Source: an optimization exercise on an open RTL-to-GDS flow (aim: small area, a short achievable clock period and few clock cycles). Production flows keep margins and buffers that such runs may drop. The RTL was checked by simulation tests, not by an equivalence proof against the original design. Power figures rest on the tool's default switching activity, not on a simulated workload.

==> flow/design.v (outline; a module is shown in full before it is edited, if it fits) <==
// module echo_corr: 366 lines
// module ec_mac: 497 lines
// module ec_sq: 285 lines
module echo_corr (
    input  wire               clk,
    input  wire               rst,         
    input  wire               start,       
    output wire [7:0]         tpl_addr,
    input  wire [31:0]        tpl_data,
    output wire [8:0]         cap_addr,
    input  wire [13:0]        cap_data,
    output reg                done,        
    output wire               clip,        
    output wire               unlock,      
    output wire               neg,         
    output wire signed [6:0]  lag,         
    output wire signed [38:0] r_prev,      
    output wire signed [38:0] r_peak,      
    output wire signed [38:0] r_next,      
    output wire signed [38:0] rq_peak,     
    output wire        [35:0] xe           
);
  // ...
==> flow/flow/run.sh <==
#!/bin/bash
set -euo pipefail
cd "$(dirname "$0")/.."
RES=orfs/results/${FLOW_PLATFORM}/echo_corr/base
MARGIN=6.5
bash standard.sh synth > synth.log 2>&1
cp "$RES/1_2_yosys.v" yosys_standard.v
python3 flow/invopt.py yosys_standard.v invopt.v > invopt.log 2>&1 || cp yosys_standard.v invopt.v
cp invopt.v "$RES/1_2_yosys.v"
touch "$RES/1_2_yosys.v"
bash standard.sh SETUP_SLACK_MARGIN=$MARGIN finish > layout.log 2>&1
==> flow/flow/invopt.py <==
#!/usr/bin/env python3
"""Remove inverters around full adders in a flat Yosys netlist of sky130hd cells.

A full adder is self-dual: FA(~a, ~b, ~c) = (~sum, ~cout). An XOR/XNOR gate
absorbs an inversion of any input by swapping XOR and XNOR. This script
chooses, for each full adder, whether it computes the true or the inverted
values, and for each XOR/XNOR gate which of the two it is, so that as few
inverters as possible are left; then rewrites the netlist.

usage: invopt.py in.v out.v
"""
import re, sys, collections

OUTS = {"X", "Y", "Q", "Q_N", "SUM", "COUT"}
PFX = "sky130_fd_sc_hd__"

def parse(txt):
    m = re.search(r"\n(  sky130_fd_sc_hd__\w+ )", txt)
    head = txt[:m.start() + 1]
    endm = txt.rindex("endmodule")
    body = txt[m.start() + 1:endm]
    cells = []
    for cm in re.finditer(r"  (sky130_fd_sc_hd__\w+) (\S+ ?) \((.*?)\);\n", body, re.S):
        typ, name, pins = cm.group(1), cm.group(2), cm.group(3)
        pl = [(p, n.strip()) for p, n in re.findall(r"\.(\w+)\(([^()]*?)\)", pins)]
        cells.append([typ, name, pl])
    # sanity: everything in body parsed
    n_inst = len(re.findall(r"\n  sky130_fd_sc_hd__\w+ ", "\n" + body))
    if n_inst != len(cells) or "assign " in body:
        raise SystemExit("unexpected netlist format: %d instances, %d parsed" % (n_inst, len(cells)))
    return head, cells, txt[endm:]

def main():
    txt = open(sys.argv[1]).read()
    head, cells, tail = parse(txt)
    ncell0 = len(cells)
    kind = lambda t: t[len(PFX):].rsplit("_", 1)[0]
    drv = {}
    for i, (t, n, pl) in enumerate(cells):
        for p, net in pl:
            if p in OUTS:
                drv[net] = (i, p)
    # collapse inverters: lit(net) = (base, pol)
    inv_in = {}
    for i, (t, n, pl) in enumerate(cells):
        if kind(t) in ("inv", "clkinv"):
            d = dict(pl)
            inv_in[d["Y"]] = d["A"]
    memo = {}
    def lit(net):
        if net in memo: return memo[net]
        b, p = net, 0
        seen = 0
        while b in inv_in:
            b = inv_in[b]; p ^= 1; seen += 1
            assert seen < 100
        memo[net] = (b, p)
        return b, p
    # which cells are flippable
    FA, XOR = set(), set()
    for i, (t, n, pl) in enumerate(cells):
        k = kind(t)
        if k == "fa": FA.add(i)
        elif k in ("xor2", "xnor2"): XOR.add(i)
    flip = collections.defaultdict(int)
    # loads: base net -> list of (cell, pin, pol)
    loads = collections.defaultdict(list)
    port_loads = []  # nets used as module outputs: handled by "keep" below
    for i, (t, n, pl) in enumerate(cells):
        if kind(t) in ("inv", "clkinv"): continue
        for p, net in pl:
            if p in OUTS or p == "CLK": 
                if p == "CLK":
                    b, q = lit(net); loads[b].append((i, p, q))
                continue
            b, q = lit(net)
            loads[b].append((i, p, q))
    outnets = set()
    for m in re.finditer(r"output (?:\[(\d+):(\d+)\] )?(\w+);", head):
        if m.group(1):
            for k in range(int(m.group(2)), int(m.group(1)) + 1):
                outnets.add("%s[%d]" % (m.group(3), k))
        else:
            outnets.add(m.group(3))
    # an output port net driven by an inverter chain: a fixed load wanting that literal
    for net in outnets:
        b, q = lit(net)
        if net != b:
            loads[b].append((-1, net, q))
    def drv_flip(b):
        d = drv.get(b)
        return flip[d[0]] if d else 0
    def want(l):
        i, p, q = l
        if i in FA: return q ^ flip[i]
        return q
    def cost(b):
        # XOR loads take any polarity; an XOR driver picks its own
        ws = set(want(l) for l in loads[b] if l[0] not in XOR)
        d = drv.get(b)
        if d and d[0] in XOR:
            return 1 if len(ws) == 2 else 0
        f = drv_flip(b)
        return 1 if any(w != f for w in ws) else 0
    def xor_best(b):
        ws = [want(l) for l in loads[b] if l[0] not in XOR]
        return 1 if ws and all(w == 1 for w in ws) else 0
    total0 = sum(cost(b) for b in loads)
    # nets each FA touches
    fa_nets = {}
    for i in FA:
        t, n, pl = cells[i]
        s = set()
        for p, net in pl:
            if p in OUTS: s.add(net)
            else: s.add(lit(net)[0])
        fa_nets[i] = s
    changed = True
    it = 0
    while changed and it < 50:
        changed = False; it += 1
        for i in sorted(FA):
            before = sum(cost(b) for b in fa_nets[i])
            flip[i] ^= 1
            after = sum(cost(b) for b in fa_nets[i])
            if after < before:
                changed = True
            else:
                flip[i] ^= 1
    for i in XOR:
        for p, net in cells[i][2]:
            if p in OUTS:
                flip[i] = xor_best(net)
    total1 = sum(cost(b) for b in loads)
    sys.stderr.write("inverters needed: %d -> %d (%d inverter cells before)\n" % (total0, total1, len(inv_in)))
    # rebuild
    out = []
    ninv = [0]
    invnet = {}
    def phys(b, q):
        """net carrying literal (b, q)"""
        if q == drv_flip(b) if (b in drv) else q == 0:
            return b
        if b not in invnet:
            ninv[0] += 1
            nn = "_invopt_%d_" % ninv[0]
            invnet[b] = nn
            out.append([PFX + "inv_1", "_invopt_c%d_" % ninv[0], [("A", b), ("Y", nn)]])
        return invnet[b]
    newcells = []
    for i, (t, n, pl) in enumerate(cells):
        k = kind(t)
        if k in ("inv", "clkinv"):
            continue
        npl = []
        if i in XOR:
            par = flip[i]
            for p, net in pl:
                if p in OUTS:
                    npl.append((p, net))
                else:
                    b, q = lit(net)
                    pb = drv_flip(b) if b in drv else 0
                    # physical net of b carries old(b) ^ pb; we need old(b) ^ q
                    par ^= (pb ^ q)
                    npl.append((p, b))
            # output must carry old_out ^ flip[i]; XOR of physical inputs gives
            # old_xor ^ (accumulated par ^ flip[i]) ... choose type
            is_xnor = (k == "xnor2")
            # out_phys = xor(phys) ^ is_xnor_new ; want old_out ^ flip = xor(old_in) ^ is_xnor ^ flip
            # xor(phys) = xor(old_in) ^ (par ^ flip[i])
            new_xnor = is_xnor ^ (par ^ flip[i]) ^ flip[i]
            t2 = t.replace("xnor2", "xor2") if not new_xnor else t.replace("xor2", "xnor2").replace("xnxnor2", "xnor2")
            if new_xnor and k == "xnor2": t2 = t
            if (not new_xnor) and k == "xor2": t2 = t
            if t2 != t:
                op = "Y" if "xnor2" in t2 else "X"
                npl = [(op if p in OUTS else p, net) for p, net in npl]
            newcells.append([t2, n, npl])
            continue
        for p, net in pl:
            if p in OUTS:
                npl.append((p, net))
            else:
                b, q = lit(net)
                if i in FA: q ^= flip[i]
                npl.append((p, phys(b, q)))
        newcells.append([t, n, npl])
    # output ports fed by inverter chains
    assigns = []
    for net in sorted(outnets):
        b, q = lit(net)
        if net != b:
            src = phys(b, q)
            # drive the port net with a buffer from src
            newcells.append([PFX + "buf_1", "_invopt_o%d_" % len(assigns), [("A", src), ("X", net)]])
            assigns.append(net)
    newcells += out
    # declare new wires
    decl = "".join("  wire %s;\n" % invnet[b] for b in invnet)
    body = []
    for t, n, pl in newcells:
        body.append("  %s %s (\n%s\n  );\n" % (t, n, ",\n".join("    .%s(%s)" % (p, net + (" " if net.startswith(chr(92)) else "")) for p, net in pl)))
    open(sys.argv[2], "w").write(head + decl + "".join(body) + tail)
    sys.stderr.write("cells %d -> %d\n" % (ncell0, len(newcells)))

main()
==> flow/standard.sh <==
#!/bin/bash
# synth_recipe.tcl (not shown) runs the flow's synth.tcl, then flattens the netlist and writes it again
# the make line also repeats each setting of config.mk as NAME=value (left out here)
make -C /OpenROAD-flow-scripts/flow DESIGN_CONFIG=/design/flow/config.mk WORK_HOME=/design/flow/orfs CLKGATE_MAP_FILE= SYNTH_SCRIPT=/design/flow/synth_recipe.tcl "${@:-finish}"
==> flow/config.mk <==
export PLATFORM = sky130hd
export DESIGN_NAME = echo_corr
export DESIGN_NICKNAME = echo_corr
export VERILOG_FILES = /design/flow/design.v
export SDC_FILE = /design/flow/constraint.sdc
export NUM_CORES = 4
export LEC_CHECK = 0
export CAP_MARGIN = 20
export CORE_MARGIN = 10
export CORE_UTILIZATION = 40
export SLEW_MARGIN = 20
==> flow/constraint.sdc <==
create_clock -name core_clock -period 10.0 [get_ports {clk}]
set_input_delay 2.0000 -clock core_clock [delete_from_list [all_inputs] [get_ports {clk}]]
set_output_delay 2.0000 -clock core_clock [all_outputs]
set_load 0.01 [all_outputs]
==> results.cfg, run 1 <==
[clock_tree]
clk_latency_ns = 1.08
cts_num_sinks = 3089
cts_tree = yes
cts.path.max_buffers = 4
cts_resized = 2171
numCtsBuffers = 372

[power_and_ir_drop]
intPower_uw = 42000
top_power_group = combinational cells
ir_drop_v = 0.000197
seq_power_uw = 21600

[grt]
antenna_found_initial = 111
grt_max_degree = 169
top_usage_layer = met2

[route]
dr_wl_met2_mm = 403
detailedRoute.firstIterationViolations = 27700
drc = 0
vias = 189000
wl_per_cell_um = 33.7

[finish]
seq_cells = 3089
largest_class = multi-input combinational cells
nClkBuffers = 531
layout-drive-gt1-share = 0.216
n_fill_cell = 52000
layout.cells.most_common = fa_1
instances_no_fill = 30400

[setup_path]
r2r_cells = 19
cp_num_buf_inv = 6
crit_path_end = t1_r[36]$_DFFE_PN_

[sta]
setup_slack_ns = 6.11
max_clock_freq_mhz = 257

[place]
dp_hpwl_mm = 521
numPortBuffers = 268

[outcome]
status = timing/DRC/antenna clean

[die]
start_util = 0.401
Testbench counts, summed over its fixed seeds: cycles 66,070.
==> run 2: changes to the inputs <==
--- a/flow/flow/run.sh
+++ b/flow/flow/run.sh
@@ -4,3 +4,3 @@
 RES=orfs/results/${FLOW_PLATFORM}/echo_corr/base
-MARGIN=6.5
+MARGIN=6.1
 bash standard.sh synth > synth.log 2>&1
--- a/flow/config.mk
+++ b/flow/config.mk
@@ -9,3 +9,3 @@
 export CORE_MARGIN = 10
-export CORE_UTILIZATION = 40
+export CORE_UTILIZATION = 35
 export SLEW_MARGIN = 20
==> run 2 against run 1 <==
Net effect:
- cell count is 0.71% higher
- synthesized area stayed put
- worst setup slack worse by 0.038 ns
- maximum frequency is 0.97% lower
- clock-buffer cell count is 4 higher
- register-to-register slack worse by 0.04 ns
- die area is 14% higher
- largest power group unchanged
==> results.cfg, run 2 <==
[outcome]
status = timing/DRC/antenna clean

[sta]
min_period_over_period = 0.393
setup_slack_ns = 6.07
final.setup.tns_ns = 0
min_period_ns = 3.93
finalHoldViolCount = 0
rsz0062_at_grt = true
holdWs_ns = 0.303
setup_viol = 0
max_clock_freq_mhz = 254
slew_headroom = 0.223
clock_skew_ns = 0.0741
worst_slew_pin_slew_ns = 1.16
finalMaxSlewViolations = 0

[setup_path]
cp_data_required_time_ns = 10.72
crit_chain = inv_2, buf_12, fa_1, fa_1, ha_4, nand4_1, nor2_1, a211oi_2, o21ai_2, o2bb2ai_1, a211o_1, a31oi_4, o211ai_1, a21oi_2, xnor2_4
critPathTopFamily = compound AO/OA/AOI/OAI gates
worstPathMaxFanout = 6
path_common_cell = fa_1
cp_num_buf_inv = 2
cp_slowest_cell = fa_1
crit_arrival_ns = 4.65
slowest_delay_ns = 0.55
end_kind = flop
critPathKind = reg -> reg
crit_path_start_kind = flop

[place]
numPortBuffers = 268
dp_hpwl_mm = 521
gp_congestion = 0.886
pre_cts_ws_ns = 4.25
dpl.cell_count = 29500

[finish]
layout-drive-gt1-share = 0.120
area_delta_synth_final_pct = 12.2
n_fill_cell = 64500
final_cell_mix = fa_1, dfxtp_1, inv_1, nor2b_1, nand2_1
instances_no_fill = 30600
layout.nets = 25500
layout.cells.most_common = fa_1

[clock_tree]
path_clk_slew_ns = 0.06
numCtsBuffers = 366
clk_latency_ns = 1.07
cts.path.max_buffers = 4
cts-root-buf = clkbuf_16
cts_tree = yes
cts_max_level = 5
cts_num_sinks = 3089

[logic_synthesis]
synthesis.nets = 26300
avgSynthCellArea_sq_um = 10.8
synth_cells = 22100
synth_warnings = 3
synth_area_sq_um = 238000

[power_and_ir_drop]
powerDensity_nw_per_um2 = 257
p_leak_uw = 0.113
p_total_uw = 68500
ir_drop_v = 0.000169

[worst_hold_path]
worstHoldPathType = reg -> reg

[flow_run]
max_cap_viol_count = 0

[grt]
grt_pass1_vias = 180000
grt_max_degree = 108
grt_overflow = 0
antenna_found_initial = 46
grt_pass1_wl_mm = 1260
grtUsageTotal = 0.234

[route]
vias = 176000
drt_wl_total_mm = 873
detailedRoute.firstIterationViolations = 21400
drtPass1Iterations = 7
drc = 0
wl_per_cell_um = 28.6
viasPerCell = 5.76
ant_nets = 0

[die]
die_x_um = 844
start_util = 0.351
die-area_sq_um = 712000
io_pins = 269
fp.coreArea_sq_um = 677000
die_y_um = 844
placementRows = 302
-- run 2: worst paths after layout --
path | startpoint | end | slack, ns | cells after the start
worst min register to register | sh1[1]$_DFF_P_ | sh2[1]$_DFF_P_ | 0.30 | 0
worst min-delay path | sh1[1]$_DFF_P_ | sh2[1]$_DFF_P_ | 0.30 | 0
worst max-delay path | a_q[1]$_DFFE_PP_ | t1_q[37]$_DFFE_PN_ | 6.07 | 15
worst max register to register | a_q[1]$_DFFE_PP_ | t1_q[37]$_DFFE_PN_ | 6.07 | 15
-- run 2: metal layers --
layer / up-vias / wire, um / track usage
li1: 73700 / - / -
met1: 88100 / 343000 / 0.313
met2: 11700 / 366000 / 0.342
met3: 2367 / 111000 / 0.0709
met4: 26 / 52800 / 0.118
met5: - / 259 / 0.000999
-- run 2: layout make-up --
type / instances / area [sq um] / share of cell area
clock buffer: 535 / 10700 / 0.0402
inverter: 2167 / 8280 / 0.0310
tap: 8968 / 11200 / 0.0421
timing repair buffer: 1001 / 12400 / 0.0466
multi-input combinational: 14600 / 154000 / 0.576
clock inverter: 134 / 1620 / 0.00608
antenna: 22 / 55.1 / 0.000206
timing repair inverter: 7 / 57.6 / 0.000216
sequential: 3089 / 68700 / 0.258
-- run 2: metrics by stage --
| step | utilization | area (sq um) |
|---|---|---|
| 6_report | 0.394 | 267000 |
| 5_1_grt | 0.394 | 267000 |
| 4_1_cts | 0.391 | 264000 |
| 3_5_place_dp | 0.366 | 247000 |
| 3_3_place_gp | 0.366 | 247000 |
| 2_1_floorplan | - | 238000 |
-- run 2: report_power, final --
part	switching, uW	internal [uW]
registers	4200	17300
logic	18600	14300
clock network	5990	8080
total	28800	39700
-- run 2: repair_timing --
action,CTS,global route
resized for setup,584,143
setup endpoints to repair,1399,622
hold buffers,0,0
cloned,53,24
pin swaps,16,57
buffers inserted,135,127
==> run 3: changes to the inputs <==
--- a/flow/flow/run.sh
+++ b/flow/flow/run.sh
@@ -4,3 +4,3 @@
 RES=orfs/results/${FLOW_PLATFORM}/echo_corr/base
-MARGIN=6.1
+MARGIN=5.8
 bash standard.sh synth > synth.log 2>&1
==> run 3 against run 2 <==
Net effect:
- worst setup slack got worse by 0.31 ns
- clock skew rose by 0.031 ns
- first-iteration DRC count is 6.7% lower
- highest routed layer unchanged
- clock-buffer cell count fell by 8
- still clean
- critical path type unchanged
- largest power group unchanged
- critical endpoint is now u[10].sq[14]$_DFF_P_
==> results.cfg, run 3 <==
[outcome]
status = timing/DRC/antenna clean

[grt]
met2_usage = 0.332
grt_overflow = 0
grt_max_degree = 155
use_met3 = 0.0599
top_usage_layer = met2
grt_pass1_vias = 179000
grtUsageTotal = 0.223
gr-usage-met1 = 0.303
grt_pass1_wl_mm = 1220
antenna_found_initial = 33

[setup_path]
worstPathMaxFanout = 110
end_kind = flop
cp_slowest_cell = dfxtp_4
path_common_cell = fa_1
crit_arrival_ns = 5.13
cp_num_buf_inv = 2
slowest_delay_ns = 0.69
crit_chain = buf_16, a22oi_1, o21a_1, fa_1, fa_1, fa_1, inv_1, fa_1
cp_data_required_time_ns = 10.89
critPathTopFamily = adder cells
crit_path_start_kind = flop
critPathKind = reg -> reg

[sta]
worst_slew_pin_slew_ns = 1.17
slew_headroom = 0.223
setup_viol = 0
min_period_ns = 4.24
clock_skew_ns = 0.105
min_period_over_period = 0.424
finalHoldViolCount = 0
final.setup.tns_ns = 0
finalMaxSlewViolations = 0
rsz0062_at_grt = true
setup_slack_ns = 5.76
max_clock_freq_mhz = 236

[route]
drt_wl_total_mm = 827
ant_nets = 0
drtPass1Iterations = 10
viasPerCell = 5.68
drc = 0
wl_per_cell_um = 27.3
vias = 172000
detailedRoute.firstIterationViolations = 19900

[finish]
n_fill_cell = 64800
layout.nets = 25200
layout-drive-gt1-share = 0.107
fin_util = 0.389
area_delta_synth_final_pct = 10.7
layout.cells.most_common = fa_1
final_cell_mix = fa_1, dfxtp_1, inv_1, nor2b_1, nand2_1
design_area_sq_um = 263000

[die]
die-area_sq_um = 712000
die_y_um = 844
io_pins = 269
fp.coreArea_sq_um = 677000
start_util = 0.351
die_x_um = 844
placementRows = 302

[power_and_ir_drop]
p_leak_uw = 0.111
powerDensity_nw_per_um2 = 258
ir_drop_v = 0.000178

[place]
numPortBuffers = 268
dp_hpwl_mm = 523
gp_congestion = 0.893
placed_cell_area_sq_um = 247000
pre_cts_ws_ns = 5.13

[logic_synthesis]
avgSynthCellArea_sq_um = 10.8
synth_area_sq_um = 238000
synth_cells = 22100
synth_warnings = 3
synthesis.nets = 26300

[worst_hold_path]
worstHoldPathType = reg -> reg

[clock_tree]
numCtsBuffers = 370
cts-root-buf = clkbuf_16
path_clk_slew_ns = 0.07
cts_num_sinks = 3089
clk_latency_ns = 1.08
cts.path.max_buffers = 4
cts_tree = yes
cts_max_level = 5

[flow_run]
max_cap_viol_count = 0
-- run 3: repair_timing --
| item | 4_1_cts | 5_1_grt |
|---|---|---|
| pin swaps | 4 | 11 |
| gates resized for setup | 118 | 108 |
| buffers inserted | 35 | 39 |
| gates cloned | 11 | 13 |
| hold buffers | 0 | 0 |
| endpoints found under the setup margin | 735 | 434 |
-- run 3: path summary, 6_finish.rpt --
path	cells past startpoint	from	endpoint	slack, ns
worst max-delay path	8	p2_q[6]$_DFF_P_	u[10].sq[14]$_DFF_P_	5.76
worst min-delay path	0	sh1[10]$_DFF_P_	sh2[10]$_DFF_P_	0.32
worst max register to register	8	p2_q[6]$_DFF_P_	u[10].sq[14]$_DFF_P_	5.76
worst min register to register	0	sh1[10]$_DFF_P_	sh2[10]$_DFF_P_	0.32
-- run 3: report_power, final --
part / total (uW) / internal (uW) / switching [uW]
combinational: 31800 / 13800 / 18000
clock: 14500 / 8460 / 6040
sequential: 21600 / 17300 / 4320
total: 67900 / 39600 / 28300
-- run 3: through the flow --
stage	hold WS, ns	instances	power [uW]
floorplan	0.310	22100	42600
global placement	0.313	29500	51500
detailed placement	0.312	29500	52700
CTS	0.325	30300	67700
global route	0.322	30300	73400
finish	0.324	30300	67900
-- run 3: cell type report --
type / count / area (sq um) / share of cell area
diodes: 20 / 50.0 / 0.000190
flip-flops and latches: 3089 / 68700 / 0.261
inverters: 2167 / 8220 / 0.0313
repair buffers: 765 / 8820 / 0.0335
well taps: 8968 / 11200 / 0.0427
clock inverters: 157 / 2090 / 0.00796
multi-input cells: 14600 / 153000 / 0.582
clock buffers: 527 / 10800 / 0.0409
-- run 3: metal layers --
layer | routed length, um | vias to the layer above
met5 | 228 | -
met4 | 43300 | 34
met3 | 97700 | 2031
met2 | 352000 | 10600
met1 | 334000 | 86500
li1 | - | 73100
-- run 3: worst reg2reg max path: cells and delay by family, from the launching register on --
| family | cells | cell delay [ns] |
|---|---|---|
| buf+inv | 2 | 0.50 |
| flops | 1 | 0.69 |
| compound gates | 2 | 0.88 |
| fa+ha+maj | 4 | 2.01 |

-- afterwards: timing with drivers on the ports --
The results above use ideal ports. As a check the final layouts listed here were re-extracted and re-timed, cells and wires unchanged. Step 1 assumes that a clkbuf_16 drives the clock port and a buf_2 every other input. Step 2, shift: input delay + t, output delay - t, t = (earliest + latest rising clock arrival at the registers) / 2. This alone moves slack from input paths to output paths. Three values: ideal ports, drivers, drivers and shift; two values: the first two.
run | t, ns | setup WS [ns] | worst setup path at the end | worst register clock-pin slew, ns
run 1 | 1.155 | 6.108 / 6.108 / 5.554 | input to register | 0.07 / 0.07
run 2 | 1.140 | 6.070 / 6.070 / 5.298 | input to register | 0.07 / 0.07
run 3 | 1.151 | 5.760 / 5.760 / 5.471 | input to register | 0.07 / 0.07
After both steps setup and hold are still met in every run listed. The setup slack of run 2, which loses most, moves by 0.000 ns with the drivers and by -0.772 ns with both steps.
